Background: an optimization exercise with open tools, aiming at small area, a short achievable clock period and few clock cycles. Do not read the settings as production practice. At most, simulation tests tie the RTL to the original design; equivalence was not proved.

garnet:
==> flow/design.v (excerpt) <==
module press_aes (
    input  wire         clk,
    input  wire         rst,         
    input  wire         key_valid,
    output wire         key_ready,
    input  wire [1:0]   key_len,     
    input  wire [255:0] key,
    input  wire         in_valid,
    output wire         in_ready,
    input  wire         in_dec,      
    input  wire [127:0] in_data,
    output wire         out_valid,
    input  wire         out_ready,
    output wire [127:0] out_data
);
clock: 12.0 ns
lec_check: 0
abc_clock_period_in_ps: 3500
cap_margin: 20
core_margin: 2
core_utilization: 45
cts_cluster_diameter: 200
cts_cluster_size: 20
place_density: 0.6
setup_slack_margin: 5
slew_margin: 20
standard.sh (not shown) runs the stock make flow with config.mk's settings and CLKGATE_MAP_FILE= SYNTH_SCRIPT=/design/flow/synth_recipe.tcl, a recipe that flattens the netlist after the stock synthesis.
==> flow/flow/run.sh <==
#!/bin/bash
set -euo pipefail
W=$PWD
export OWN_ABC_SCRIPT=$W/flow/abc_map.script
{
  cat <<'TCL'
# ORFS's synthesis calls abc with its own -script; use ours instead.
proc abc {args} {
  set i [lsearch -exact $args -script]
  if {$i >= 0} { lset args [expr {$i + 1}] $::env(OWN_ABC_SCRIPT) }
  puts "abc with own script: $args"
  yosys abc {*}$args
}
TCL
  cat synth_recipe.tcl
} > own_synth.tcl
bash standard.sh SYNTH_SCRIPT=$W/own_synth.tcl SETUP_SLACK_MARGIN=8 \
  "BUFFER_PORTS_ARGS=-buffer_cell sky130_fd_sc_hd__buf_1" finish > flow.log 2>&1
==> flow/flow/abc_map.script <==
&get -n
&st
&syn2
&dch
&if -g -K 6
&synch2
&nf -R 1000
&put
The following lists how violet was set up differently from garnet:
==> flow/flow/abc_map.script <==
&get -n
&st
&syn2
&dch
&nf -R 1000
&put
## What came out
The total routing resource utilization after global routing reported for violet is greater than that of garnet by 1.0 points. On minimum period implied by the final worst setup slack: violet sits above garnet. Delta (violet minus garnet): final design instance area without fill level; worst path required time moved down.
Function was not checked in any run of this note: the RTL went through the layout flow alone.


press_aes, a different RTL version from the one above (not shown whole).
Size: about 13,000 cells after synthesis, ~1,100 flip-flops, about 520 I/O pins, ~0.11 mm2 of cells after synthesis.
Settings: LEC_CHECK=0, ABC_CLOCK_PERIOD_IN_PS=3500, CAP_MARGIN=20, CORE_MARGIN=2, CORE_UTILIZATION=45, PLACE_DENSITY=0.6, SETUP_SLACK_MARGIN=5, SLEW_MARGIN=20; clock period 12.0 ns.
run.sh (not shown) runs the stock make flow with config.mk's settings and CLKGATE_MAP_FILE= SYNTH_SCRIPT=/design/flow/synth_recipe.tcl, a recipe that flattens the netlist after the stock synthesis.
Stock flow here: none of the scripts above is used.
==> next run, changes <==
CAP_MARGIN = 85   (was 20)
SLEW_MARGIN = 85   (was 20)
This time the run stopped in 5_1_grt with GRT-0232.
Synthesized cell count is unchanged.
Synthesized area does not change.
No functional check of the RTL was part of any run of this note.


Another version of the RTL of press_aes (not shown whole).
For scale: ~11000 cells after synthesis, ~1600 flip-flops, roughly 520 I/O pins, ~0.11 mm² of cells after synthesis.
export LEC_CHECK = 0
export ABC_CLOCK_PERIOD_IN_PS = 3500
export CAP_MARGIN = 20
export CORE_MARGIN = 2
export CORE_UTILIZATION = 45
export CTS_CLUSTER_DIAMETER = 200
export CTS_CLUSTER_SIZE = 20
export PLACE_DENSITY = 0.6
export SETUP_SLACK_MARGIN = 5
export SLEW_MARGIN = 20
create_clock -name core_clock -period 12.0 [get_ports {clk}]
standard.sh (not shown) runs the stock make flow with config.mk's settings and CLKGATE_MAP_FILE= SYNTH_SCRIPT=/design/flow/synth_recipe.tcl, a recipe that flattens the netlist after the stock synthesis.
==> flow/flow/abc_map.script <==
&get -n
&st
&syn2
&dch
&if -g -K 6
&synch2
&nf -R 1000
&put
Scripts as last shown in full above: flow/flow/run.sh
Testbench counts at the start, summed over its fixed seeds: cycles 29,355.
Then changed:
--- a/flow/flow/run.sh
+++ b/flow/flow/run.sh
@@ -15,4 +15,4 @@
   cat synth_recipe.tcl
 } > own_synth.tcl
-bash standard.sh SYNTH_SCRIPT=$W/own_synth.tcl SETUP_SLACK_MARGIN=8 \
+bash standard.sh SYNTH_SCRIPT=$W/own_synth.tcl SETUP_SLACK_MARGIN=8.2 \
   "BUFFER_PORTS_ARGS=-buffer_cell sky130_fd_sc_hd__buf_1" finish > flow.log 2>&1
==> flow/flow/abc_map.script (replaced) <==
&get -n
&st
&syn2
&dch
&if -g -K 6
&synch2
&nf -R 1000
&st
&syn2
&dch
&if -g -K 6
&synch2
&nf -R 1000
&put
--- a/flow/config.mk
+++ b/flow/config.mk
@@ -10,6 +10,6 @@
 export CORE_MARGIN = 2
 export CORE_UTILIZATION = 45
-export CTS_CLUSTER_DIAMETER = 200
-export CTS_CLUSTER_SIZE = 20
+export CTS_CLUSTER_DIAMETER = 150
+export CTS_CLUSTER_SIZE = 16
 export PLACE_DENSITY = 0.6
 export SETUP_SLACK_MARGIN = 5
What happened: The new run produced a clean layout; worst setup slack improved by 0.15 ns; routed wire length climbs by 2.7%.
Then changed:
--- a/flow/flow/run.sh
+++ b/flow/flow/run.sh
@@ -15,4 +15,4 @@
   cat synth_recipe.tcl
 } > own_synth.tcl
-bash standard.sh SYNTH_SCRIPT=$W/own_synth.tcl SETUP_SLACK_MARGIN=8.2 \
+bash standard.sh SYNTH_SCRIPT=$W/own_synth.tcl SETUP_SLACK_MARGIN=7.8 \
   "BUFFER_PORTS_ARGS=-buffer_cell sky130_fd_sc_hd__buf_1" finish > flow.log 2>&1
After rerunning: Critical path depth increases by 10. Non-clock buffer count decreases by 304. Sequential share of layout area increases by 1.8 points. Global-route usage decreases by 1.3 points. Count of clock-buffer cells in the layout does not change. Setup slack degrades by 0.23 ns. Via count decreases by 2.3%. Routed wire length decreases by 3.8%. Worst hold slack barely changes. Design area decreases by 4.8%.
Then changed:
--- a/flow/flow/run.sh
+++ b/flow/flow/run.sh
@@ -15,4 +15,4 @@
   cat synth_recipe.tcl
 } > own_synth.tcl
-bash standard.sh SYNTH_SCRIPT=$W/own_synth.tcl SETUP_SLACK_MARGIN=7.8 \
+bash standard.sh SYNTH_SCRIPT=$W/own_synth.tcl SETUP_SLACK_MARGIN=8 \
   "BUFFER_PORTS_ARGS=-buffer_cell sky130_fd_sc_hd__buf_1" finish > flow.log 2>&1
==> flow/flow/abc_map.script (replaced) <==
&get -n
&st
&syn2
&dch
&if -g -K 6
&synch2
&nf -R 1000
&st
&syn2
&dch
&if -g -K 6
&synch2
&nf -R 1000
&st
&syn2
&dch
&if -g -K 6
&synch2
&nf -R 1000
&put
After rerunning:
- sequential share of layout area goes down by 0.99 points
- global-route usage is higher by 1.3 points
- synthesized area rose by 0.35%
- register-to-register slack improved by 0.08 ns
- non-clock buffer count grows by 115
- routed wire length increases by 3.5%
- flip-flop and latch count does not change
- critical path depth fell by 2

-- static timing again, ports no longer ideal --
The results above use ideal ports. As a check the final layouts listed here were re-extracted and re-timed, cells and wires unchanged. Step 1: set_driving_cell puts a clkbuf_16 on clk and a buf_2 on each other input, an assumption about the parent block. Step 2 moves the port delays by t, midway between the first and last clock arrival at a register: inputs arrive t later, outputs are due t later. That takes back most of the time a late clock gives input paths. Three values: no drivers, after step 1, after step 2; two values: the first two.
run	shift t [ns]	slack for setup (ns)	hold slack, ns	worst slew at a driven data input, ns	pins driven straight from the clock port
garnet	0.897	7.919 / 7.871 / 7.164	0.429 / 0.429 / 0.429	0.09	1
violet	0.926	7.827 / 7.827 / 7.142	0.481 / 0.481 / 0.481	0.06	1
the first run of note 2	0.945	5.201 / 5.201 / 4.961	0.482 / 0.482 / 0.482	0.18	1
the first run of note 3	0.924	7.872 / 7.872 / 7.101	0.467 / 0.467 / 0.467	0.08	1
the second run of note 3	0.931	8.019 / 7.916 / 7.182	0.434 / 0.434 / 0.434	0.12	1
the third run of note 3	0.928	7.786 / 7.786 / 6.929	0.436 / 0.436 / 0.436	0.13	1
the fourth run of note 3	0.970	7.862 / 7.862 / 7.110	0.430 / 0.430 / 0.430	0.09	1
After both steps every run listed still meets setup and hold. For the third run of note 3, which loses most, drivers alone change the setup slack by 0.000 ns; drivers and shift together by -0.857 ns.
